This is an optimization exercise on Yosys and OpenROAD, whose aim is small area, not a production implementation. Only simulation tests tie the RTL to the original design; equivalence was not proved. The clock port is modelled as an ideal driver; clocking choices that lean on that would not hold on a real chip.

### design.v
module cfl_queue (
    input  wire        clk,
    input  wire        rst,           
    input  wire        in_valid,      
    input  wire [63:0] in_msg,        
    input  wire        pop,           
    input  wire        clr_drop,      
    output wire        head_valid,
    output wire [63:0] head_msg,
    output wire [6:0]  count,
    output wire [15:0] drop_count,
    output wire        queue_lost,
    output wire        sev_pending,
    output wire        rec_pending
);
    localparam N    = 64;    
    localparam NGEN = 56;    
    reg [61:0]  d [0:N-1];    
    reg [1:0]   c [0:N-1];    
    reg [6:0]   cnt;
    reg [6:0]   n_not;        
    reg [6:0]   n_rec;        
    reg [15:0]  drops;
    reg         lost;
    integer i;
    reg [N:0] occ;            
    always @* begin
        for (i = 0; i <= N; i = i + 1)
            occ[i] = (i < cnt);
    end
    wire [N-1:0] hsel    = occ[N-1:0] & ~occ[N:1];    
    wire         pop_eff = pop & occ[0];
    wire [6:0]   pcnt    = cnt - {6'd0, pop_eff};
    wire [N-1:0] v1      = occ[N-1:0] & ~(hsel & {N{pop_eff}});    
    reg [N-1:0] isn, isr;
    always @* begin
        for (i = 0; i < N; i = i + 1) begin
            isn[i] = v1[i] & ~c[i][1] & ~c[i][0];
            isr[i] = v1[i] & ~c[i][1] &  c[i][0];
        end
    end
    wire pop_not = pop_eff & (hcls == 2'd0);
    wire pop_rec = pop_eff & (hcls == 2'd1);
    wire any_not = (n_not != {6'd0, pop_not});
    wire any_rec = (n_rec != {6'd0, pop_rec});
    wire [N-1:0] tgt = any_not ? isn : isr;
    reg  [N-1:0] to_old, to_new;
    reg          a1, a2;
    always @* begin
        a1 = 1'b0;
        for (i = N - 1; i >= 0; i = i - 1) begin
            a1        = a1 | tgt[i];
            to_old[i] = a1;
        end
        a2 = 1'b0;
        for (i = 0; i < N; i = i + 1) begin
            to_new[i] = ~a2;
            a2        = a2 | tgt[i];
        end
    end
    wire [1:0] in_cls   = in_msg[49:48];
    wire       in_sev   = in_cls[1];            
    wire       in_not   = (in_cls == 2'd0);
    wire       full_gen = (pcnt >= NGEN);
    wire       full_all = pcnt[6];
    wire       full     = in_sev ? full_all : full_gen;
    wire       rem_en   = in_valid & full & (any_not | (any_rec & ~in_not));
    wire       append   = in_valid & (~full | rem_en);
    wire       drop_inc = in_valid & full & (any_not | in_not);
    wire       lost_now = in_valid & full & ~any_not & ~in_not & (~in_sev | ~any_rec);
    wire       use_new  = ~any_not & ~in_sev;
    wire [N-1:0] to_top = {v1[N-2:0], 1'b1};    
    wire [N-1:0] sh = {N{append}} &
                      (rem_en ? (use_new ? to_new : to_old) : to_top);
    reg pol;
    always @(posedge clk)
        pol <= rst ? 1'b0 : ~pol;
    wire [61:0] in_p = {in_msg[63:50], in_msg[47:0]} ^ {62{pol}};
    wire [61:0] d_nxt [0:N-1];
    genvar gs, gb;
    generate
        for (gs = 0; gs < N; gs = gs + 1) begin : g_slot
            wire        nsh   = ~sh[gs];
            wire [61:0] below = (gs == 0) ? in_p : d[gs == 0 ? 0 : gs - 1];
            for (gb = 0; gb < 11; gb = gb + 1) begin : g_grp
                localparam W = (gb < 10) ? 6 : 2;
                cfl_queue_mux #(.W(W)) u_mux (
                    .sh   (sh[gs]),
                    .nsh  (nsh),
                    .below(below[6*gb+W-1:6*gb]),
                    .own  (d[gs][6*gb+W-1:6*gb]),
                    .nxt  (d_nxt[gs][6*gb+W-1:6*gb]));
            end
        end
    endgenerate
    always @(posedge clk)
        for (i = 0; i < N; i = i + 1)
            d[i] <= d_nxt[i];
    always @(posedge clk) begin
        if (sh[0])
            c[0] <= in_msg[49:48];
        for (i = 1; i < N; i = i + 1)
            if (sh[i])
                c[i] <= c[i - 1];
    end
    always @(posedge clk) begin
        if (rst) begin
            cnt   <= 7'd0;
            n_not <= 7'd0;
            n_rec <= 7'd0;
            drops <= 16'd0;
            lost  <= 1'b0;
        end else begin
            cnt  <= pcnt - {6'd0, rem_en} + {6'd0, append};
            n_not <= n_not - {6'd0, pop_not} - {6'd0, rem_en & any_not}
                           + {6'd0, append & in_not};
            n_rec <= n_rec - {6'd0, pop_rec} - {6'd0, rem_en & ~any_not}
                           + {6'd0, append & (in_cls == 2'd1)};
            lost <= lost_now;
            if (clr_drop)
                drops <= {15'd0, drop_inc};
            else if (drop_inc && drops != 16'hFFFF)
                drops <= drops + 16'd1;
        end
    end
    wire [63:0] hraw;
    genvar gr;
    generate
        for (gr = 0; gr < 8; gr = gr + 1) begin : g_rd
            wire [8*N-1:0] cols;
            for (gs = 0; gs < N; gs = gs + 1) begin : g_c
                if (gr < 7) begin : g_d
                    assign cols[8*gs+7:8*gs] = d[gs][8*gr+7:8*gr];
                end else begin : g_k
                    assign cols[8*gs+7:8*gs] = {c[gs], d[gs][61:56]};
                end
            end
            cfl_queue_rd u_rd (.sel(hsel), .cols(cols), .y(hraw[8*gr+7:8*gr]));
        end
    endgenerate
    wire [61:0] hsto = hraw[61:0];
    wire [1:0]  hcls = hraw[63:62];
    wire sev_any = (cnt != n_not + n_rec);
    wire rec_any = (n_rec != 7'd0);
    wire [61:0] hdat = hsto ^ {62{pol}};
    wire [63:0] hmsg = {hdat[61:48], hcls, hdat[47:0]};
    assign head_valid  = (cnt != 7'd0);
    assign head_msg    = hmsg;
    assign count       = cnt;
    assign drop_count  = drops;
    assign queue_lost  = lost;
    assign sev_pending = sev_any;
    assign rec_pending = rec_any;
endmodule
module cfl_queue_mux #(parameter W = 6) (
    input  wire         sh,
    input  wire         nsh,    
    input  wire [W-1:0] below,
    input  wire [W-1:0] own,
    output wire [W-1:0] nxt
);
    assign nxt = ~(({W{sh}} | own) & ({W{nsh}} | below));
endmodule
module cfl_queue_rd (
    input  wire [63:0]  sel,
    input  wire [511:0] cols,
    output wire [7:0]   y
);
    wire [8*22-1:0] g_n;    
    genvar k;
    generate
        for (k = 0; k < 21; k = k + 1) begin : g_grp
            cfl_queue_aoi3 u_aoi (
                .s  (sel[3*k+2:3*k]),
                .d0 (cols[8*(3*k)+7:8*(3*k)]),
                .d1 (cols[8*(3*k+1)+7:8*(3*k+1)]),
                .d2 (cols[8*(3*k+2)+7:8*(3*k+2)]),
                .y_n(g_n[8*k+7:8*k]));
        end
    endgenerate
    assign g_n[8*21+7:8*21] = ~(cols[511:504] & {8{sel[63]}});
    genvar b;
    generate
        for (b = 0; b < 8; b = b + 1) begin : g_b
            wire [21:0] t;
            for (k = 0; k < 22; k = k + 1) begin : g_t
                assign t[k] = g_n[8*k+b];
            end
            assign y[b] = ~&t;
        end
    endgenerate
endmodule
module cfl_queue_aoi3 (
    input  wire [2:0] s,
    input  wire [7:0] d0, d1, d2,
    output wire [7:0] y_n
);
    assign y_n = ~((d0 & {8{s[0]}}) | (d1 & {8{s[1]}}) | (d2 & {8{s[2]}}));
endmodule
### flow/run.sh
#!/bin/bash
# The standard layout (standard.sh: ORFS synthesis to final), with three
# changes passed to ORFS through its own variables:
#  - the port buffers are the smallest buffer cell, sky130_fd_sc_hd__buf_1
#    (ORFS otherwise picks sky130_fd_sc_hd__clkdlybuf4s50_1);
#  - the buffers synthesis left are removed at floorplan, without the
#    floorplan-stage timing repair (ORFS REMOVE_ABC_BUFFERS);
#  - clock tree synthesis clusters up to 30 sinks within 80 um per leaf
#    buffer, with sky130_fd_sc_hd__clkbuf_8 above the leaves, and inserts no
#    dummy loads.
# The make output goes to flow.log in this folder; ORFS keeps each step's
# full log under orfs/logs/.
set -euo pipefail
cd "$(dirname "$0")/.."
export BUFFER_PORTS_ARGS="-buffer_cell sky130_fd_sc_hd__buf_1"
export REMOVE_ABC_BUFFERS=1
export CTS_ARGS="-sink_clustering_enable -repair_clock_nets -dont_use_dummy_load -sink_clustering_size 30 -sink_clustering_max_diameter 80 -tree_buf sky130_fd_sc_hd__clkbuf_8"
bash standard.sh finish > flow.log 2>&1
### standard.sh
#!/bin/bash
# synth_recipe.tcl (not shown) runs the flow's synth.tcl, then flattens the netlist and writes it again
# the make line also repeats each setting of config.mk as NAME=value (left out here)
make -C /OpenROAD-flow-scripts/flow DESIGN_CONFIG=/design/flow/config.mk WORK_HOME=/design/flow/orfs CLKGATE_MAP_FILE= SYNTH_SCRIPT=/design/flow/synth_recipe.tcl "${@:-finish}"
### config.mk
export PLATFORM = sky130hd
export DESIGN_NAME = cfl_queue
export DESIGN_NICKNAME = cfl_queue
export VERILOG_FILES = /design/flow/design.v
export SDC_FILE = /design/flow/constraint.sdc
export NUM_CORES = 8
export LEC_CHECK = 0
export CAP_MARGIN = 20
export CORE_MARGIN = 2
export CORE_UTILIZATION = 60
export SLEW_MARGIN = 22
export SYNTH_HIERARCHICAL = 1
### constraint.sdc
create_clock -name core_clock -period 12.0 [get_ports {clk}]
set_input_delay 2.4000 -clock core_clock [delete_from_list [all_inputs] [get_ports {clk}]]
set_output_delay 2.4000 -clock core_clock [all_outputs]
set_load 0.01 [all_outputs]
==> impl_metrics.toml, run 1 <==
[cells_and_area]
final_util_pct = 65.02
fill_cells = 17620
fin_cells = 15098
syn2layout_area_growth_pct = 7.815
drive_gt1_share_pct = 6.340
nNetsFinal = 12181

[placement]
hpwlAfterDp_mm = 372.2
post-place-cells = 14904
place_congestion = 1.029
port_buffers = 159

[grt]
grt-ovfl-total = 0
grt_pass1_wl_mm = 817.0
grt_pass1_vias = 114973
antenna_found_initial = 45
grt_usage_pct = 47.49
grt_max_degree = 66

[timing]
final.period_utilization_pct = 84.88
fin_setup_tns_ns = 0
slew-limit-headroom_pct = 1.814
tightest_slew_ns = 1.473
setup_viol = 0
slew_violations = 0
rsz0062_at_grt = "no"
fin_hold_ws_ns = 0.3339
max_freq_ghz = 0.09818
hold_viol = 0
skew_ns = 0.1592
period_minus_slack_ns = 10.19

[critical_path]
startpoint_type = "flip-flop"
path_class = "reg -> reg"
crit_path_max_incr_delay_ns = 0.78
crit_top_cell = "buf_4"
r2r_setup_slack_ns = 1.81
slowest_stage = "nor4_1"
critPathBufInv = 4
worst_ep_arrival_time_ns = 10.90
worstPathCellList = "buf_4 -> nor4_1 -> and3_2 -> nor3_2 -> buf_4 -> a222oi_1 -> nand4_1 -> nor4_1 -> nand2_1 -> a2111oi_4 -> mux2_4 -> buf_4 -> mux2_2 -> o221ai_1 -> nand3b_1 -> or2_1 -> nor4_4 -> o22a_2 -> buf_4 -> o22ai_1"
critPathTopFamily = "simple AND/OR/NAND/NOR gates"
endpoint_kind = "flip-flop"
cp.required_ns = 12.72
crit_start = "cnt[2]"
worstReg2RegStart = "cnt[2]"
crit_fanout = 37

[logic_synthesis]
ys_types = 96
ys_ff_latch = 4135
ys_warn_count = 11
avgSynthCellArea_sq_um = 11.55
yosysSeqAreaShare_pct = 61.38
ys_async_sr_fraction_pct = 0
synth-edff-count = 128
synth_ff_type = "dfxtp_1"
synthCells = 11855
netlist_area_sq_mm = 0.1369

[routing]
drcViolationCount = 0
vias_per_cell = 8.426
drt-pass1-iter-count = 12
drt_iter0_drc = 29253
drt_wl_total_mm = 581.4
vias = 127212
ant_nets = 0
wl_per_cell_microns = 38.51

[die]
start_util_pct = 60.31
row_count = 175
die_height_microns = 481.7
die_area_sq_mm = 0.2321
ios = 160
core-area_sq_mm = 0.2271
fp.dieW_microns = 481.7

[clocking]
clock_latency_ns = 0.96
cts_num_sinks = 4135
ctsHoldBuffers = 0
cts-root-buf = "clkbuf_16"
post_cts_resize_count = 0
cts_max_level = 4
post_cts_buffers = 0
clock_path_buffers = 3
clk_pin_slew_ns = 0.11
numCtsBuffers = 167
cts_tree = "built"

[min_path]
worstHoldPathType = "reg -> reg"
hp-start = "d[37][52]"

[run]
drv_cap = 0

[status]
outcome = "no timing/DRC/antenna violations"
==> layout by cell type, fill, tap and decap left out, types with 12 or more instances in the layout <==
cell type and n:
xnor2_1 57, and2_1 12, edfxtp_1 128, buf_4 296
a222oi_1 1346, a21oi_1 108, a211oi_4 12, o21ai_4 14
xor2_1 142, mux2i_1 18, clkbuf_8 16, diode_2 22
nor2b_1 25, nor3_1 39, clkbuf_16 151, a21o_1 12
a31oi_1 17, nor4_1 75, or3_1 14, inv_1 84
o21ai_0 58, buf_12 40, and3_1 14, buf_1 159
nor2_1 135, nor3_2 25, o22ai_1 3975, nand2_1 222
dfxtp_1 4001, ha_1 37, a211oi_1 81, nor2_4 41
nand3_1 94, nand4_1 268
==> flip-flops by register name, indices dropped and copies added, names as in the netlist <==
| register | count |
|---|---|
| lost | 1 |
| drops | 16 |
| d | 3968 |
| pol | 1 |
| n_rec | 7 |
| c | 128 |
| n_not | 7 |
| cnt | 7 |
==> modules after synthesis, one instance, submodules excluded, a selection <==
module,times used,cell area [sq um],flops+latches,cells inside
cfl_queue,1,93610,4135,5623
cfl_queue_aoi3,168,90.09,0,10
cfl_queue_rd,8,421.7,0,73
==> cell families (layout without fill, tap and decap cells) <==
kind of cell,Yosys count,count (layout),share of synthesized area [%]
flip-flops,4135,4135,61.38
XOR/XNOR,199,199,1.273
buffers and inverters,545,757,1.883
adder cells (fa/ha/maj),43,43,0.4258
AO/OA/AOI/OAI,5825,5825,30.61
other,2,24,0.005484
AND/OR/NAND/NOR,1080,1080,4.217
multiplexers,26,26,0.2010
==> Yosys cell counts (16+ instances only) <==
| library cell | n | area (sq um) |
|---|---|---|
| a211o_1 | 20 | 175.2 |
| a211oi_1 | 93 | 698.2 |
| a21o_1 | 18 | 135.1 |
| a21oi_1 | 114 | 570.6 |
| a222oi_1 | 1346 | 13470 |
| a31oi_1 | 21 | 131.4 |
| and3_1 | 18 | 112.6 |
| buf_1 | 24 | 90.09 |
| buf_2 | 23 | 115.1 |
| clkbuf_1 | 62 | 232.7 |
| clkbuf_2 | 337 | 1687 |
| dfxtp_1 | 4007 | 80220 |
| edfxtp_1 | 128 | 3844 |
| ha_1 | 37 | 462.9 |
| inv_1 | 85 | 319.1 |
| mux2i_1 | 19 | 190.2 |
| nand2_1 | 226 | 848.3 |
| nand3_1 | 95 | 475.5 |
| nand4_1 | 268 | 1677 |
| nor2_1 | 177 | 664.4 |
| nor2b_1 | 27 | 168.9 |
| nor3_1 | 62 | 310.3 |
| nor4_1 | 78 | 488.0 |
| o21a_1 | 16 | 120.1 |
| o21ai_0 | 70 | 350.3 |
| o22ai_1 | 3977 | 24880 |
| or3_1 | 20 | 125.1 |
| xnor2_1 | 57 | 499.2 |
| xor2_1 | 142 | 1244 |
==> metrics by stage <==
step	worst slack [ns]	instance area, sq um
after floorplan	-4.027	134700
after global placement	2.410	143400
after detailed placement	2.388	143500
after CTS	2.320	147500
after global routing	1.892	147600
final	1.815	147600
==> per-layer routing <==
layer / routed length [microns] / share of wire (%) / track usage [%]
met3: 109600 / 19 / 24.92
met5: 737 / 0.13 / 1.533
met1: 210700 / 36 / 62.15
met2: 227600 / 39 / 64.79
met4: 32700 / 5.6 / 20.16
==> path summary, 6_finish.rpt <==
kind | cells past startpoint | to
worst max-delay path | 20 | d[2][14]
worst min-delay path | 1 | d[38][52]
worst max register to register | 20 | d[2][14]
worst min register to register | 1 | d[38][52]
==> cell type report <==
cell class	instances	area [sq um]	area share, %
antenna	22	55.05	0.03729
sequential	4135	84070	56.94
inverter	86	322.8	0.2186
multi-input combinational	7175	51680	35.00
clock buffer	167	3999	2.708
timing repair buffer	504	3752	2.541
tap	3009	3765	2.550
==> run 2: changes to the inputs <==
--- a/config.mk
+++ b/config.mk
@@ -8,5 +8,5 @@
 export CAP_MARGIN = 20
 export CORE_MARGIN = 2
 export CORE_UTILIZATION = 60
-export SLEW_MARGIN = 22
+export SLEW_MARGIN = 18
 export SYNTH_HIERARCHICAL = 1
==> run 2 against run 1 <==
Compared with the run above: still clean on timing, DRC and antenna; global-route usage is essentially flat; core utilization about the same; cell count is essentially flat; first-iteration DRC count shrank 0.85%.
==> impl_metrics.toml, run 2 <==
[cells_and_area]
syn2layout_area_growth_pct = 7.750
largest_reg_flops = 3968
top_register = "d"
final_common_cell = "dfxtp_1"
fin_cells = 15087
nNetsFinal = 12177
layout_common_cells = "dfxtp_1 (4001), o22ai_1 (3975), a222oi_1 (1346), buf_4 (298), nand4_1 (268)"
reg.largest.list = "d x3968, c x128, drops x16"
drive_gt1_share_pct = 6.300
final_util_pct = 64.99

[clocking]
cts-root-buf = "clkbuf_16"
ctsHoldBuffers = 0
post_cts_resize_count = 0
clock_latency_ns = 0.95
cts_tree = "built"
post_cts_buffers = 0
numCtsBuffers = 166
clk_pin_slew_ns = 0.11
cts_max_level = 4
clock_path_buffers = 3
cts_num_sinks = 4135

[logic_synthesis]
netlist.area_leader.share_pct = 58.58
yosysSeqAreaShare_pct = 61.38
ys_async_sr_fraction_pct = 0
synthCells = 11855
yosysTopAreaCell = "dfxtp_1"
synth_ff_type = "dfxtp_1"
yosysMostFrequentCell = "dfxtp_1"
ys_ff_latch = 4135
synthTopCellsByArea = "dfxtp_1 (59%), o22ai_1 (18%), a222oi_1 (9.8%), edfxtp_1 (2.8%), clkbuf_2 (1.2%)"
synthTopCellsByCount = "dfxtp_1 (4007), o22ai_1 (3977), a222oi_1 (1346), clkbuf_2 (337), nand4_1 (268)"
synth-edff-count = 128
avgSynthCellArea_sq_um = 11.55
ys_warn_count = 11
ys_types = 96
netlist_area_sq_mm = 0.1369

[timing]
skew_ns = 0.1407
fin_setup_tns_ns = 0
final.period_utilization_pct = 85.00
rsz0062_at_grt = "no"
slew_violations = 0
setup_viol = 0
slew-limit-headroom_pct = 7.254
tightest_slew_ns = 1.391
hold_viol = 0
max_freq_ghz = 0.09804
fin_ws_ns = 1.800
period_minus_slack_ns = 10.20

[routing]
vias_per_cell = 8.441
drt-pass1-iter-count = 14
vias = 127355
drcViolationCount = 0
wl_per_cell_microns = 38.62
drt_iter0_drc = 29005
ant_nets = 0
drt_wl_total_mm = 582.7

[die]
die_height_microns = 481.7
die_area_sq_mm = 0.2321
core-area_sq_mm = 0.2271
ios = 160
start_util_pct = 60.31
row_count = 175
fp.dieW_microns = 481.7

[run]
drv_cap = 0

[placement]
post-place-cells = 14902
place_congestion = 1.029
pre_cts_slack_ns = 2.337
port_buffers = 159
hpwlAfterDp_mm = 371.9

[critical_path]
critPathTopFamily = "simple AND/OR/NAND/NOR gates"
endpoint_kind = "flip-flop"
path_class = "reg -> reg"
worstPathCellList = "buf_4 -> nor4_1 -> and3_2 -> nor3_2 -> buf_4 -> a222oi_1 -> nand4_1 -> nor4_1 -> nand2_1 -> a2111oi_4 -> mux2_4 -> buf_4 -> mux2_2 -> o221ai_1 -> nand3b_1 -> or2_1 -> nor4_4 -> o22a_2 -> buf_4 -> o22ai_1"
cp.required_ns = 12.74
critPathBufInv = 4
crit_path_max_incr_delay_ns = 0.76
crit_top_cell = "buf_4"
crit_fanout = 37
slowest_stage = "nor4_1"
worst_ep_arrival_time_ns = 10.94
startpoint_type = "flip-flop"

[grt]
antenna_found_initial = 40
grt_pass1_vias = 115189
grt_max_degree = 66
grt_pass1_wl_mm = 817.7
grt-ovfl-total = 0
grt_usage_pct = 47.52

[min_path]
worstHoldPathType = "reg -> reg"

[status]
outcome = "no timing/DRC/antenna violations"
-- run 2: changes by cell type in the layout (fill, tap and decap cells not counted) --
cell	change
diode_2	-7
buf_4	+2
buf_6	-2
buf_12	-1
buf_2	-1
clkbuf_16	-1
clkbuf_4	-1
nor4_1	+1
nor4_2	-1
-- run 2: final cells by class --
class | count | area (sq um)
multi-input combinational | 7175 | 51680
timing repair buffer | 501 | 3712
clock buffer | 166 | 3974
antenna | 15 | 37.54
fill | 17513 | 79500
inverter | 86 | 322.8
tap | 3009 | 3765
sequential | 4135 | 84070
-- run 2: Yosys stat by module (local to each module, per instance), a selection --
module	area, sq um	cells	flip-flops and latches
cfl_queue	93610	5623	4135
cfl_queue_aoi3	90.09	10	0
cfl_queue_rd	421.7	73	0
-- run 2: metrics by stage --
step / cell area, sq um / hold WS (ns)
4_1_cts: 147500 / 0.3799
5_1_grt: 147500 / 0.3967
3_5_place_dp: 143500 / 0.4395
2_1_floorplan: 134700 / 0.4225
6_report: 147600 / 0.3970
3_3_place_gp: 143400 / 0.4279
-- run 2: final timing paths --
kind | start | to | slack [ns] | depth (start not counted)
worst max-delay path | cnt[2] | d[2][14] | 1.80 | 20
worst min-delay path | d[34][60] | d[35][60] | 0.40 | 1
worst max register to register | cnt[2] | d[2][14] | 1.80 | 20
worst min register to register | d[34][60] | d[35][60] | 0.40 | 1
-- run 2: cell families after synthesis --
| logic type | count (synthesis) | synth area share [%] |
|---|---|---|
| compound gates | 5825 | 30.61 |
| flops | 4135 | 61.38 |
| simple gates | 1080 | 4.217 |
| buf+inv | 545 | 1.883 |
| xor+xnor | 199 | 1.273 |
| fa+ha+maj | 43 | 0.4258 |
| mux | 26 | 0.2010 |
| other cells | 2 | 0.005484 |
-- run 2: routing by layer --
metal  share of wire [%]  routed length (microns)  track usage [%]  up-vias
li1                    -                        -                -    51633
met1                  36                   212000            62.25    62326
met2                  39                   229500            65.31    11126
met3                  19                   108600            24.56     2220
met4                 5.5                    32140            19.70       50
met5               0.077                      448           0.9735        -
==> run 3: changes to the inputs <==
--- a/config.mk
+++ b/config.mk
@@ -8,5 +8,5 @@
 export CAP_MARGIN = 20
 export CORE_MARGIN = 2
 export CORE_UTILIZATION = 60
-export SLEW_MARGIN = 18
+export SLEW_MARGIN = 14
 export SYNTH_HIERARCHICAL = 1
==> run 3 against run 2 <==
Compared with the run above: critical path depth stayed put; core utilization is the same; area after synthesis unchanged; maximum frequency barely moved; register-to-register slack hardly changed; synthesized cell count unchanged; clock skew up 0.0014 ns; flip-flop and latch count stayed put; cell count is essentially flat; critical path type unchanged; largest cell class unchanged.
==> impl_metrics.toml, run 3 <==
[critical_path]
critPathTopFamily = "simple AND/OR/NAND/NOR gates"
crit_top_cell = "buf_4"
crit_path_max_incr_delay_ns = 0.75
rr_worst_depth = 20
worst_ep_arrival_time_ns = 10.95
r2r-end = "d[2][14]"
worstReg2RegStart = "cnt[2]"
path_class = "reg -> reg"
endpoint_kind = "flip-flop"
r2r_setup_slack_ns = 1.79
cp.required_ns = 12.74
cp.depth = 20
endpoint = "d[2][14]"
crit_start = "cnt[2]"
worstPathCellList = "buf_4 -> nor4_1 -> and3_2 -> nor3_2 -> buf_4 -> a222oi_1 -> nand4_1 -> nor4_1 -> nand2_1 -> a2111oi_4 -> mux2_4 -> buf_4 -> mux2_2 -> o221ai_1 -> nand3b_1 -> or2_1 -> nor4_4 -> o22a_2 -> buf_4 -> o22ai_1"
slowest_stage = "nor4_1"
crit_fanout = 37
critPathBufInv = 4
startpoint_type = "flip-flop"

[placement]
place_congestion = 1.029
port_buffers = 159
place_area_sq_mm = 0.1435
hpwlAfterDp_mm = 371.9
post-place-cells = 14902

[run]
drv_cap = 0

[timing]
fin_setup_tns_ns = 0
setup_viol = 0
rsz0062_at_grt = "no"
hold_viol = 0
slew_violations = 0
period_minus_slack_ns = 10.21
slew-limit-headroom_pct = 8.370
final.period_utilization_pct = 85.05
skew_ns = 0.1421
max_freq_ghz = 0.09798
tightest_slew_ns = 1.374

[logic_synthesis]
avgSynthCellArea_sq_um = 11.55
ys_ff_latch = 4135
yosysTopAreaCell = "dfxtp_1"
synthTopCellsByCount = "dfxtp_1 (4007), o22ai_1 (3977), a222oi_1 (1346), clkbuf_2 (337), nand4_1 (268)"
synth_ff_type = "dfxtp_1"
netlist_area_sq_mm = 0.1369
yosysSeqAreaShare_pct = 61.38
synthTopCellsByArea = "dfxtp_1 (59%), o22ai_1 (18%), a222oi_1 (9.8%), edfxtp_1 (2.8%), clkbuf_2 (1.2%)"
netlist.area_leader.share_pct = 58.58
yosysMostFrequentCell = "dfxtp_1"
synth-edff-count = 128
ys_async_sr_fraction_pct = 0
synthCells = 11855
ys_warn_count = 11
ys_types = 96

[routing]
wl_per_cell_microns = 38.58
vias_per_cell = 8.424
ant_nets = 0
vias = 127104
drt-pass1-iter-count = 14
drt_iter0_drc = 29094
drt_wl_total_mm = 582.1
drcViolationCount = 0

[clocking]
cts-root-buf = "clkbuf_16"
cts_max_level = 4
clk_pin_slew_ns = 0.11
cts_num_sinks = 4135
ctsHoldBuffers = 0
clock_path_buffers = 3
clock_latency_ns = 0.95
post_cts_resize_count = 0
cts_tree = "built"
numCtsBuffers = 166
post_cts_buffers = 0

[cells_and_area]
top_register = "d"
drive_gt1_share_pct = 6.292
reg.largest.list = "d x3968, c x128, drops x16"
final_common_cell = "dfxtp_1"
layout_common_cells = "dfxtp_1 (4001), o22ai_1 (3975), a222oi_1 (1346), buf_4 (298), nand4_1 (268)"
largest_reg_flops = 3968
syn2layout_area_growth_pct = 7.750
final_util_pct = 64.99
postLayoutCellArea_sq_mm = 0.1476
fin_cells = 15089
nNetsFinal = 12176

[grt]
grt-ovfl-total = 0
grt_pass1_wl_mm = 817.7
antenna_found_initial = 40
grt_pass1_vias = 115189
grt_max_degree = 66
grt_usage_pct = 47.52

[min_path]
worstHoldPathType = "reg -> reg"

[status]
outcome = "no timing/DRC/antenna violations"

[die]
row_count = 175
fp.dieW_microns = 481.7
die_area_sq_mm = 0.2321
core-area_sq_mm = 0.2271
start_util_pct = 60.31
die_height_microns = 481.7
ios = 160
-- run 3: cell types whose count changed in the layout (fill, tap and decap cells not counted), sizes merged --
cell    before  now
clkbuf     168  167
diode       15   18
-- run 3: worst reg2reg max path, cell delays in order (launching register included) --
cell	delay, ns
dfxtp_2	0.62
buf_4	0.41
nor4_1	0.76
and3_2	0.71
nor3_2	0.09
buf_4	0.26
a222oi_1	0.38
nand4_1	0.35
nor4_1	0.38
nand2_1	0.21
a2111oi_4	0.72
mux2_4	0.55
buf_4	0.52
mux2_2	0.38
o221ai_1	0.39
nand3b_1	0.61
or2_1	0.58
nor4_4	0.68
o22a_2	0.65
buf_4	0.58
o22ai_1	0.23
-- run 3: per-module statistics from Yosys (local to each module, per instance), a selection --
module / flops+latches / copies in the design / area [sq um] / cells inside
cfl_queue_rd: 0 / 8 / 421.7 / 73
cfl_queue: 4135 / 1 / 93610 / 5623
cfl_queue_aoi3: 0 / 168 / 90.09 / 10
-- run 3: how the worst min path moves through the flow --
stage	end	startpoint	cells after the start
floorplan	d[63][11]	d[63][11]	1
detailed placement	d[21][16]	d[20][16]	1
global route	d[35][60]	d[34][60]	1
global placement	d[50][46]	d[49][46]	1
CTS	d[35][60]	d[34][60]	1
finish	d[35][60]	d[34][60]	1
-- run 3: metal layers --
| metal | routed length (microns) | global-route usage [%] | share of wire [%] | vias up |
|---|---|---|---|---|
| met3 | 108500 | 24.56 | 19 | 2150 |
| met1 | 212000 | 62.25 | 36 | 62225 |
| met2 | 229900 | 65.31 | 39 | 11023 |
| li1 | - | - | - | 51668 |
| met5 | 292 | 0.9735 | 0.050 | - |
| met4 | 31470 | 19.70 | 5.4 | 38 |
-- run 3: metrics by stage --
step / hold slack [ns] / setup WS, ns
floorplan: 0.4225 / -4.027
global placement: 0.4279 / 2.410
detailed placement: 0.4395 / 2.337
CTS: 0.3799 / 2.292
global route: 0.3967 / 1.938
finish: 0.3971 / 1.794
-- run 3: cell families after synthesis --
group | count (synthesis) | share of synthesized area (%)
buffers and inverters | 545 | 1.883
DFF | 4135 | 61.38
adders and majority gates | 43 | 0.4258
AOI/OAI and AO/OA | 5825 | 30.61
other | 2 | 0.005484
and+or+nand+nor | 1080 | 4.217
xor gates and xnor gates | 199 | 1.273
muxes | 26 | 0.2010
-- run 3: final cells by class --
type,instances,area [sq um]
antenna,18,45.04
clock buffer,166,3974
fill,17516,79500
inverter,86,322.8
multi-input combinational,7175,51680
sequential,4135,84070
tap,3009,3765
timing repair buffer,500,3705
==> run 4: changes to the inputs <==
--- a/config.mk
+++ b/config.mk
@@ -8,5 +8,5 @@
 export CAP_MARGIN = 20
 export CORE_MARGIN = 2
 export CORE_UTILIZATION = 60
-export SLEW_MARGIN = 14
+export SLEW_MARGIN = 10
 export SYNTH_HIERARCHICAL = 1
==> run 4 against run 3 <==
Compared with the run above: still clean; area after synthesis unchanged; synthesized cell count unchanged; register-to-register slack worse by 0.16 ns; cell count about the same; final area about the same; largest cell class unchanged.
==> impl_metrics.toml, run 4 <==
[min_path]
hp-start = "d[34][60]"
hold_depth = 1
worstHoldPathType = "reg -> reg"
whs_endpoint = "d[35][60]"

[clocking]
cts-root-buf = "clkbuf_16"
clock_path_buffers = 3
cts_tree = "built"
cts_num_sinks = 4135
post_cts_buffers = 0
clk_pin_slew_ns = 0.11
numCtsBuffers = 166
post_cts_resize_count = 0
ctsHoldBuffers = 0
cts_max_level = 4
clock_latency_ns = 0.94

[grt]
antenna_found_initial = 39
grt_pass1_vias = 115189
grt_max_degree = 66
grt-ovfl-total = 0
grt_usage_pct = 47.52
grt_pass1_wl_mm = 817.7

[timing]
final.period_utilization_pct = 86.35
setup_viol = 0
slew-limit-headroom_pct = 3.689
slew_violations = 0
hold_viol = 0
fin_setup_tns_ns = 0
fin_ws_ns = 1.637
period_minus_slack_ns = 10.36
fin_hold_ws_ns = 0.3842
rsz0062_at_grt = "no"
tightest_slew_ns = 1.445
skew_ns = 0.1375
max_freq_ghz = 0.09650

[logic_synthesis]
synth-edff-count = 128
netlist_area_sq_mm = 0.1369
synthTopCellsByCount = "dfxtp_1 (4007), o22ai_1 (3977), a222oi_1 (1346), clkbuf_2 (337), nand4_1 (268)"
ys_types = 96
avgSynthCellArea_sq_um = 11.55
synthTopCellsByArea = "dfxtp_1 (59%), o22ai_1 (18%), a222oi_1 (9.8%), edfxtp_1 (2.8%), clkbuf_2 (1.2%)"
synthCells = 11855
yosysMostFrequentCell = "dfxtp_1"
ys_warn_count = 11
yosysSeqAreaShare_pct = 61.38
yosysTopAreaCell = "dfxtp_1"
netlist.area_leader.share_pct = 58.58
synth_ff_type = "dfxtp_1"
ys_ff_latch = 4135
ys_async_sr_fraction_pct = 0

[die]
row_count = 175
start_util_pct = 60.31
ios = 160
die_area_sq_mm = 0.2321
die_height_microns = 481.7
core-area_sq_mm = 0.2271
fp.dieW_microns = 481.7

[routing]
drt_iter0_drc = 28845
vias_per_cell = 8.439
wl_per_cell_microns = 38.61
ant_nets = 0
drcViolationCount = 0
drt-pass1-iter-count = 15
drt_wl_total_mm = 582.8
vias = 127375

[cells_and_area]
syn2layout_area_growth_pct = 7.755
nNetsFinal = 12175
fin_cells = 15094
layout_common_cells = "dfxtp_1 (4001), o22ai_1 (3975), a222oi_1 (1346), buf_4 (298), nand4_1 (268)"
largest_reg_flops = 3968
reg.largest.list = "d x3968, c x128, drops x16"
final_common_cell = "dfxtp_1"
top_register = "d"
drive_gt1_share_pct = 6.285

[critical_path]
worst_ep_arrival_time_ns = 11.10
worstReg2RegStart = "cnt[2]"
cp.required_ns = 12.74
r2r-end = "d[2][13]"
r2r_setup_slack_ns = 1.64
rr_worst_depth = 20
path_class = "reg -> reg"
startpoint_type = "flip-flop"
crit_fanout = 37
endpoint_kind = "flip-flop"

[placement]
post-place-cells = 14902
place_congestion = 1.029
hpwlAfterDp_mm = 371.9
pre_cts_slack_ns = 2.337
port_buffers = 159

[status]
outcome = "no timing/DRC/antenna violations"

[run]
drv_cap = 0
[run 4: area by class of cell]
class / instances / area [sq um]
repair buffers: 499 / 3697
diodes: 24 / 60.06
fillers: 17514 / 79500
inverters: 86 / 322.8
well taps: 3009 / 3765
multi-input cells: 7175 / 51680
flip-flops and latches: 4135 / 84070
clock buffers: 166 / 3974
[run 4: Yosys stat by module, one instance, submodules excluded, a selection]
module          flops+latches  area [sq um]  cells
cfl_queue                4135         93610   5623
cfl_queue_aoi3              0         90.09     10
cfl_queue_rd                0         421.7     73
[run 4: per-stage QoR]
| step | cell area (sq um) | util [%] |
|---|---|---|
| floorplan | 134700 | - |
| finish | 147600 | 64.99 |
| detailed placement | 143500 | 63.19 |
| global placement | 143400 | 63.18 |
| CTS | 147500 | 64.94 |
| global route | 147500 | 64.97 |
[run 4: worst max path at each step]
stage                      start        end  slack [ns]  cells after the start
after floorplan           cnt[6]  d[10][10]       -4.03                     17
after global placement    cnt[2]    d[2][4]        2.41                     20
after detailed placement  cnt[5]    d[2][4]        2.34                     18
after CTS                 cnt[5]    d[2][4]        2.29                     18
after global routing      cnt[5]   d[2][11]        1.94                     18
final                     cnt[2]   d[2][13]        1.64                     20
[run 4: critical path: stages (launching register included)]
cell	delay (ns)
dfxtp_2	0.62
buf_4	0.41
nor4_1	0.81
and3_2	0.71
nor3_2	0.09
buf_4	0.26
a222oi_1	0.37
nand4_1	0.36
nor4_1	0.38
nand2_1	0.20
a2111oi_4	0.73
mux2_4	0.55
buf_4	0.52
mux2_2	0.33
o221ai_1	0.38
nand3b_1	0.61
or2_1	0.58
nor4_4	0.68
o22a_2	0.66
buf_4	0.58
o22ai_1	0.16
[run 4: cells by family (layout without fill, tap and decap cells)]
group,Yosys count,in the layout,share of synthesized area [%]
muxes,26,26,0.2010
DFF,4135,4135,61.38
buffers and inverters,545,751,1.883
and+or+nand+nor,1080,1080,4.217
AOI/OAI and AO/OA,5825,5825,30.61
xor gates and xnor gates,199,199,1.273
adders and majority gates,43,43,0.4258
other,2,26,0.005484
[run 4: layer usage]
| metal | vias to the layer above | routed length, microns | GRT usage, % |
|---|---|---|---|
| met5 | - | 342 | 0.9735 |
| met4 | 34 | 32990 | 19.70 |
| met3 | 2285 | 109400 | 24.56 |
| met1 | 62024 | 211000 | 62.25 |
| li1 | 51664 | - | - |
| met2 | 11368 | 229000 | 65.31 |
==> run 5: changes to the inputs <==
--- a/config.mk
+++ b/config.mk
@@ -5,8 +5,8 @@
 export SDC_FILE = /design/flow/constraint.sdc
 export NUM_CORES = 8
 export LEC_CHECK = 0
-export CAP_MARGIN = 20
+export CAP_MARGIN = 12
 export CORE_MARGIN = 2
 export CORE_UTILIZATION = 60
-export SLEW_MARGIN = 10
+export SLEW_MARGIN = 22
 export SYNTH_HIERARCHICAL = 1
==> run 5 against run 4 <==
Compared with the run above: largest cell class unchanged; area after synthesis stayed put; via count decreased by 0.13%; count of clock-buffer cells in the layout up 1; worst setup slack better by 0.18 ns; die area is the same; cell count is essentially flat; clock skew is 0.022 ns higher; synthesized cell count did not move; register-to-register slack gained 0.18 ns; critical path depth stayed put; global-route usage about the same.
==> impl_metrics.toml, run 5 <==
[status]
outcome = "no timing/DRC/antenna violations"

[logic_synthesis]
netlist.area_leader.share_pct = 58.58
ys_async_sr_fraction_pct = 0
ys_warn_count = 11
synthCells = 11855
ys_ff_latch = 4135
netlist_area_sq_mm = 0.1369
yosysMostFrequentCell = "dfxtp_1"
yosysTopAreaCell = "dfxtp_1"
ys_types = 96
yosysSeqAreaShare_pct = 61.38
synthTopCellsByCount = "dfxtp_1 (4007), o22ai_1 (3977), a222oi_1 (1346), clkbuf_2 (337), nand4_1 (268)"
avgSynthCellArea_sq_um = 11.55
synth-edff-count = 128
synth_ff_type = "dfxtp_1"
synthTopCellsByArea = "dfxtp_1 (59%), o22ai_1 (18%), a222oi_1 (9.8%), edfxtp_1 (2.8%), clkbuf_2 (1.2%)"

[timing]
fin_setup_tns_ns = 0
max_freq_ghz = 0.09818
rsz0062_at_grt = "no"
skew_ns = 0.1592
final.period_utilization_pct = 84.88
period_minus_slack_ns = 10.19
setup_viol = 0
slew-limit-headroom_pct = 1.814
tightest_slew_ns = 1.473
slew_violations = 0
hold_viol = 0
fin_ws_ns = 1.815

[clocking]
cts-root-buf = "clkbuf_16"
clock_path_buffers = 3
cts_num_sinks = 4135
cts_max_level = 4
clk_pin_slew_ns = 0.11
cts_tree = "built"
post_cts_buffers = 0
clock_latency_ns = 0.96
ctsHoldBuffers = 0
post_cts_resize_count = 0
numCtsBuffers = 167

[cells_and_area]
largest_reg_flops = 3968
reg.largest.list = "d x3968, c x128, drops x16"
layout_common_cells = "dfxtp_1 (4001), o22ai_1 (3975), a222oi_1 (1346), buf_4 (296), nand4_1 (268)"
drive_gt1_share_pct = 6.340
top_register = "d"
syn2layout_area_growth_pct = 7.815
fin_cells = 15098
final_common_cell = "dfxtp_1"
nNetsFinal = 12181

[routing]
vias = 127212
vias_per_cell = 8.426
drt_iter0_drc = 29253
drt-pass1-iter-count = 12
drt_wl_total_mm = 581.4
drcViolationCount = 0
ant_nets = 0
wl_per_cell_microns = 38.51

[grt]
grt_usage_pct = 47.49
grt_pass1_vias = 114973
grt_max_degree = 66
antenna_found_initial = 45
grt-ovfl-total = 0
grt_pass1_wl_mm = 817.0

[die]
core-area_sq_mm = 0.2271
row_count = 175
die_height_microns = 481.7
fp.dieW_microns = 481.7
ios = 160
die_area_sq_mm = 0.2321
start_util_pct = 60.31

[min_path]
worstHoldPathType = "reg -> reg"

[placement]
place_congestion = 1.029
post-place-cells = 14904
hpwlAfterDp_mm = 372.2
port_buffers = 159
pre_cts_slack_ns = 2.388

[critical_path]
critPathTopFamily = "simple AND/OR/NAND/NOR gates"
slowest_stage = "nor4_1"
worstPathCellList = "buf_4 -> nor4_1 -> and3_2 -> nor3_2 -> buf_4 -> a222oi_1 -> nand4_1 -> nor4_1 -> nand2_1 -> a2111oi_4 -> mux2_4 -> buf_4 -> mux2_2 -> o221ai_1 -> nand3b_1 -> or2_1 -> nor4_4 -> o22a_2 -> buf_4 -> o22ai_1"
cp.required_ns = 12.72
crit_fanout = 37
path_class = "reg -> reg"
worst_ep_arrival_time_ns = 10.90
endpoint_kind = "flip-flop"
crit_path_max_incr_delay_ns = 0.78
crit_top_cell = "buf_4"
critPathBufInv = 4
startpoint_type = "flip-flop"

[run]
drv_cap = 0
[run 5: cell count changes in the layout (fill, tap and decap cells not counted), sizes merged]
cell	change
buf	+2
clkbuf	+4
diode	-2
[run 5: modules after synthesis (local to each module, per instance), excerpt]
module	area, sq um	copies in the design	cells inside	flops+latches
cfl_queue_rd	421.7	8	73	0
cfl_queue_aoi3	90.09	168	10	0
cfl_queue	93610	1	5623	4135
[run 5: per-layer routing]
metal | track usage (%) | wire length [microns] | vias to the layer above | share of wire [%]
met2 | 64.79 | 227600 | 11144 | 39
met5 | 1.533 | 737 | - | 0.13
met4 | 20.16 | 32700 | 50 | 5.6
li1 | - | - | 51676 | -
met3 | 24.92 | 109600 | 2191 | 19
met1 | 62.15 | 210700 | 62151 | 36
[run 5: cell type report]
type | count | area [sq um]
antenna | 22 | 55.05
timing repair buffer | 504 | 3752
clock buffer | 167 | 3999
sequential | 4135 | 84070
multi-input combinational | 7175 | 51680
inverter | 86 | 322.8
tap | 3009 | 3765
fill | 17620 | 79410
[run 5: cell families after synthesis]
logic type	after synthesis	synth area share, %
fa+ha+maj	43	0.4258
compound gates	5825	30.61
buf+inv	545	1.883
other cells	2	0.005484
simple gates	1080	4.217
mux	26	0.2010
flops	4135	61.38
xor+xnor	199	1.273
[run 5: final timing paths]
check / slack [ns] / end / cells past startpoint / start
worst max register to register: 1.81 / d[2][14] / 20 / cnt[2]
worst min register to register: 0.33 / d[38][52] / 1 / d[37][52]
worst min-delay path: 0.33 / d[38][52] / 1 / d[37][52]
worst max-delay path: 1.81 / d[2][14] / 20 / cnt[2]
[run 5: per-stage QoR]
stage | hold slack, ns | utilization (%) | instance area, sq um
2_1_floorplan | 0.4225 | - | 134700
3_3_place_gp | 0.4279 | 63.18 | 143400
3_5_place_dp | 0.4395 | 63.22 | 143500
4_1_cts | 0.3257 | 64.98 | 147500
5_1_grt | 0.3174 | 65.01 | 147600
6_report | 0.3339 | 65.02 | 147600
==> run 6: changes to the inputs <==
--- a/design.v
+++ b/design.v
@@ -76,17 +76,17 @@
     always @(posedge clk)
         pol <= rst ? 1'b0 : ~pol;
     wire [61:0] in_p = {in_msg[63:50], in_msg[47:0]} ^ {62{pol}};
+    wire [N-1:0] nsh = ~sh;
     wire [61:0] d_nxt [0:N-1];
     genvar gs, gb;
     generate
         for (gs = 0; gs < N; gs = gs + 1) begin : g_slot
-            wire        nsh   = ~sh[gs];
             wire [61:0] below = (gs == 0) ? in_p : d[gs == 0 ? 0 : gs - 1];
             for (gb = 0; gb < 11; gb = gb + 1) begin : g_grp
                 localparam W = (gb < 10) ? 6 : 2;
                 cfl_queue_mux #(.W(W)) u_mux (
                     .sh   (sh[gs]),
-                    .nsh  (nsh),
+                    .nsh  (nsh[gs]),
                     .below(below[6*gb+W-1:6*gb]),
                     .own  (d[gs][6*gb+W-1:6*gb]),
                     .nxt  (d_nxt[gs][6*gb+W-1:6*gb]));
@@ -96,13 +96,20 @@
     always @(posedge clk)
         for (i = 0; i < N; i = i + 1)
             d[i] <= d_nxt[i];
-    always @(posedge clk) begin
-        if (sh[0])
-            c[0] <= in_msg[49:48];
-        for (i = 1; i < N; i = i + 1)
-            if (sh[i])
-                c[i] <= c[i - 1];
-    end
+    wire [1:0] c_nxt [0:N-1];
+    generate
+        for (gs = 0; gs < N; gs = gs + 1) begin : g_cls
+            cfl_queue_keep u_keep (
+                .sh   (sh[gs]),
+                .nsh  (nsh[gs]),
+                .below(gs == 0 ? in_msg[49:48] : c[gs == 0 ? 0 : gs - 1]),
+                .own  (c[gs]),
+                .nxt  (c_nxt[gs]));
+        end
+    endgenerate
+    always @(posedge clk)
+        for (i = 0; i < N; i = i + 1)
+            c[i] <= c_nxt[i];
     always @(posedge clk) begin
         if (rst) begin
             cnt   <= 7'd0;
@@ -161,6 +168,15 @@
 );
     assign nxt = ~(({W{sh}} | own) & ({W{nsh}} | below));
 endmodule
+module cfl_queue_keep (
+    input  wire       sh,
+    input  wire       nsh,    
+    input  wire [1:0] below,
+    input  wire [1:0] own,
+    output wire [1:0] nxt
+);
+    assign nxt = ({2{sh}} | own) & ({2{nsh}} | below);
+endmodule
 module cfl_queue_rd (
     input  wire [63:0]  sel,
     input  wire [511:0] cols,
==> flow/run.sh (replaced) <==
#!/bin/bash
# The standard layout (standard.sh: ORFS synthesis to final), with three
# changes passed to ORFS through its own variables:
#  - the port buffers are the smallest buffer cell, sky130_fd_sc_hd__buf_1
#    (ORFS otherwise picks sky130_fd_sc_hd__clkdlybuf4s50_1);
#  - the buffers synthesis left are removed at floorplan, without the
#    floorplan-stage timing repair (ORFS REMOVE_ABC_BUFFERS);
#  - clock tree synthesis clusters up to 30 sinks within 80 um per leaf
#    buffer and inserts no dummy loads.
# The make output goes to flow.log in this folder; ORFS keeps each step's
# full log under orfs/logs/.
set -euo pipefail
cd "$(dirname "$0")/.."
export BUFFER_PORTS_ARGS="-buffer_cell sky130_fd_sc_hd__buf_1"
export REMOVE_ABC_BUFFERS=1
export CTS_ARGS="-sink_clustering_enable -repair_clock_nets -dont_use_dummy_load -sink_clustering_size 30 -sink_clustering_max_diameter 80"
bash standard.sh finish > flow.log 2>&1
--- a/config.mk
+++ b/config.mk
@@ -5,8 +5,8 @@
 export SDC_FILE = /design/flow/constraint.sdc
 export NUM_CORES = 8
 export LEC_CHECK = 0
-export CAP_MARGIN = 12
+export CAP_MARGIN = 20
 export CORE_MARGIN = 2
 export CORE_UTILIZATION = 60
-export SLEW_MARGIN = 22
+export SLEW_MARGIN = 35
 export SYNTH_HIERARCHICAL = 1
==> run 6 against run 5 <==
Compared with the run above: critical path type unchanged; sequential share of layout area fell by 1.2 points; register-to-register slack hardly changed; via count is 5.8% higher; hold slack improved by 0.084 ns; non-clock buffer count up 67; count of clock-buffer cells in the layout shrank 3.
==> impl_metrics.toml, run 6 <==
[status]
outcome = "no timing/DRC/antenna violations"

[logic_synthesis]
synthSimpleGateAreaFrac_pct = 4.096
synth_compound_area_share_pct = 31.49
yosysSeqAreaShare_pct = 60.62
synth_mux_area_share_pct = 0.2849
ys_warn_count = 11
synth_ff_type = "dfxtp_1"
yosysMostFrequentCell = "dfxtp_1"
ys_ff_latch = 4135
synth_top_family_by_area = "compound AO/OA/AOI/OAI gates"
synthTopCellsByCount = "dfxtp_1 (4135), o22ai_1 (3975), a222oi_1 (1344), clkbuf_2 (338), nand4_1 (273)"
synthCells = 11942
synth-edff-count = 0
synthTopCellsByArea = "dfxtp_1 (61%), o22ai_1 (18%), a222oi_1 (9.9%), nand4_1 (1.3%), clkbuf_2 (1.2%)"
synth_fa_ha_area_share_pct = 0.4269
synthXorXnorAreaFrac_pct = 1.212
netlist_area_sq_mm = 0.1366
ys_async_sr_fraction_pct = 0
avgSynthCellArea_sq_um = 11.44
ys_types = 92
yosysTopAreaCell = "dfxtp_1"
netlist.area_leader.share_pct = 60.62

[critical_path]
r2r_setup_slack_ns = 1.81
r2r-end = "d[39][39]"
path_class = "reg -> reg"
worstReg2RegStart = "cnt[3]"
endpoint_kind = "flip-flop"
crit_fanout = 64
worst_ep_arrival_time_ns = 10.92
startpoint_type = "flip-flop"
cp.required_ns = 12.73
rr_worst_depth = 20

[routing]
drt_iter0_drc = 33009
vias_per_cell = 8.786
met2_wirelength_mm = 245.9
dr_wl_met3_mm = 127.8
drcViolationCount = 0
ant_nets = 0
routed.top_layer = "met5"
wl_met1_mm = 220.7
wl_per_cell_microns = 43.02
drt-pass1-iter-count = 17
drt_wl_total_mm = 658.8
vias = 134537

[clocking]
clk_pin_slew_ns = 0.11
cts-root-buf = "clkbuf_16"
cts_tree = "built"
ctsHoldBuffers = 0
post_cts_buffers = 0
cts_num_sinks = 4135
post_cts_resize_count = 0
clock_latency_ns = 0.92
clock_path_buffers = 3
cts_max_level = 4
numCtsBuffers = 164

[grt]
antenna_found_initial = 77
grt_pass1_wl_mm = 909.6
grt_max_degree = 67
grt_usage_pct = 54.11
grt_pass1_vias = 121140
grt-ovfl-total = 0

[min_path]
hp-start = "d[13][28]"
hold_depth = 1
whs_endpoint = "d[14][28]"
worstHoldPathType = "reg -> reg"

[timing]
fin_setup_tns_ns = 0
slew-limit-headroom_pct = 9.367
hold_viol = 0
fin_hold_ws_ns = 0.4176
tightest_slew_ns = 1.355
rsz0062_at_grt = "no"
slew_violations = 0
setup_viol = 0
final.period_utilization_pct = 84.88
max_freq_ghz = 0.09818
period_minus_slack_ns = 10.19
skew_ns = 0.1175

[die]
fp.dieW_microns = 481.1
ios = 160
core-area_sq_mm = 0.2268
die_height_microns = 481.1
die_area_sq_mm = 0.2314
row_count = 175
start_util_pct = 60.20

[cells_and_area]
nNetsFinal = 12330
syn2layout_area_growth_pct = 8.806
layout_common_cells = "dfxtp_1 (4129), o22ai_1 (3973), a222oi_1 (1344), buf_4 (300), nand4_1 (273)"
top_register = "d"
drive_gt1_share_pct = 6.786
final_common_cell = "dfxtp_1"
final_util_pct = 65.50
reg.largest.list = "d x3968, c x128, drops x16"
largest_reg_flops = 3968

[run]
drv_cap = 0

[placement]
hpwlAfterDp_mm = 406.5
port_buffers = 159
place_congestion = 1.040
[run 6: cell count changes in the layout (fill, tap and decap cells not counted), sizes merged, moves of 33 or more]
cell    delta
o22a     +125
dfxtp    +128
buf       +68
diode     +65
nor2      -33
edfxtp   -128
[run 6: per-module statistics from Yosys, one instance, submodules excluded, a selection]
module	copies in the design	flops+latches	cells	area [sq um]
cfl_queue_rd	8	0	73	421.7
cfl_queue	1	4135	5582	92110
cfl_queue_keep	64	0	2	17.52
cfl_queue_aoi3	168	0	10	90.09
[run 6: routing by layer]
layer,GRT usage [%],vias to the layer above
li1,-,52284
met1,65.00,65256
met2,70.13,13453
met3,32.04,3471
met4,36.82,73
met5,14.62,-
[run 6: critical path, stage by stage, from the launching register on]
cell and delay [ns]:
dfxtp_2 0.84, inv_1 0.62, nand3_1 0.78, nor3_2 0.07
buf_4 0.34, a222oi_1 0.47, nand4_1 0.29, a211oi_1 0.32
nand2_1 0.21, a2111oi_4 0.49, mux2i_4 0.84, buf_4 0.39
mux2i_1 0.44, nand4_1 0.16, buf_4 0.21, nor3_2 0.75
nand2_1 0.45, nor4_1 0.45, or3_4 0.73, buf_4 0.82
o22ai_1 0.22
[run 6: kinds of logic after synthesis]
family                   Yosys count
buffers and inverters            545
AND/OR/NAND/NOR                 1049
flip-flops                      4135
AO/OA/AOI/OAI                   5942
adder cells (fa/ha/maj)           43
multiplexers                      37
other                              2
XOR/XNOR                         189
[run 6: layout make-up]
cell class                      count  area [sq um]
Sequential cell                  4135         82790
Clock buffer                      164          4104
Fill cell                       17624         78250
Inverter                           84         315.3
Multi-Input combinational cell   7262         52590
Antenna cell                       87         217.7
Timing Repair Buffer              571          4803
Tap cell                         3009          3765
[run 6: worst max path at each step]
stage | depth (start not counted) | startpoint | slack (ns) | endpoint
after floorplan | 12 | cnt[4] | -8.60 | d[24][10]
after global placement | 19 | cnt[3] | 2.48 | d[55][11]
after detailed placement | 24 | cnt[1] | 2.44 | d[49][35]
after CTS | 24 | cnt[1] | 2.44 | d[49][61]
after global routing | 24 | cnt[1] | 1.80 | d[49][61]
final | 20 | cnt[3] | 1.81 | d[39][39]
[run 6: metrics by stage]
step	instance area (sq um)	std cells	worst slack (ns)
floorplan	134300	11481	-8.600
finish	148600	15312	1.815
global route	148500	15280	1.798
CTS	147900	15195	2.440
global placement	143500	15021	2.482
detailed placement	143800	15031	2.438

[separate check: timing with driven ports]
In the flow no input, the clock included, has a driving cell. The finished layouts below were timed again as built, in two steps.
Step 1: set_driving_cell puts a clkbuf_16 on clk and a buf_2 on each other input, an assumption about the parent block.
Step 2, shift: input delay + t, output delay - t, t = (earliest + latest rising clock arrival at the registers) / 2. This alone moves slack from input paths to output paths.
Slacks: ideal ports / drivers / drivers and shift; pairs: ideal ports / drivers.
run	t (ns)	slack for setup (ns)	worst setup path after step 2	slew at the worst register clock pin (ns)	cell pins on the clock port's net
run 1	0.987	1.815 / 1.815 / 1.815	register to register	0.12 / 0.12	1
run 2	0.985	1.800 / 1.800 / 1.800	register to register	0.12 / 0.12	1
run 3	0.983	1.794 / 1.794 / 1.794	register to register	0.12 / 0.12	1
run 4	0.984	1.637 / 1.637 / 1.637	register to register	0.12 / 0.12	1
run 5	0.987	1.815 / 1.815 / 1.815	register to register	0.12 / 0.12	1
run 6	0.980	1.815 / 1.815 / 1.815	register to register	0.12 / 0.12	1
After both steps every run listed still meets setup and hold.
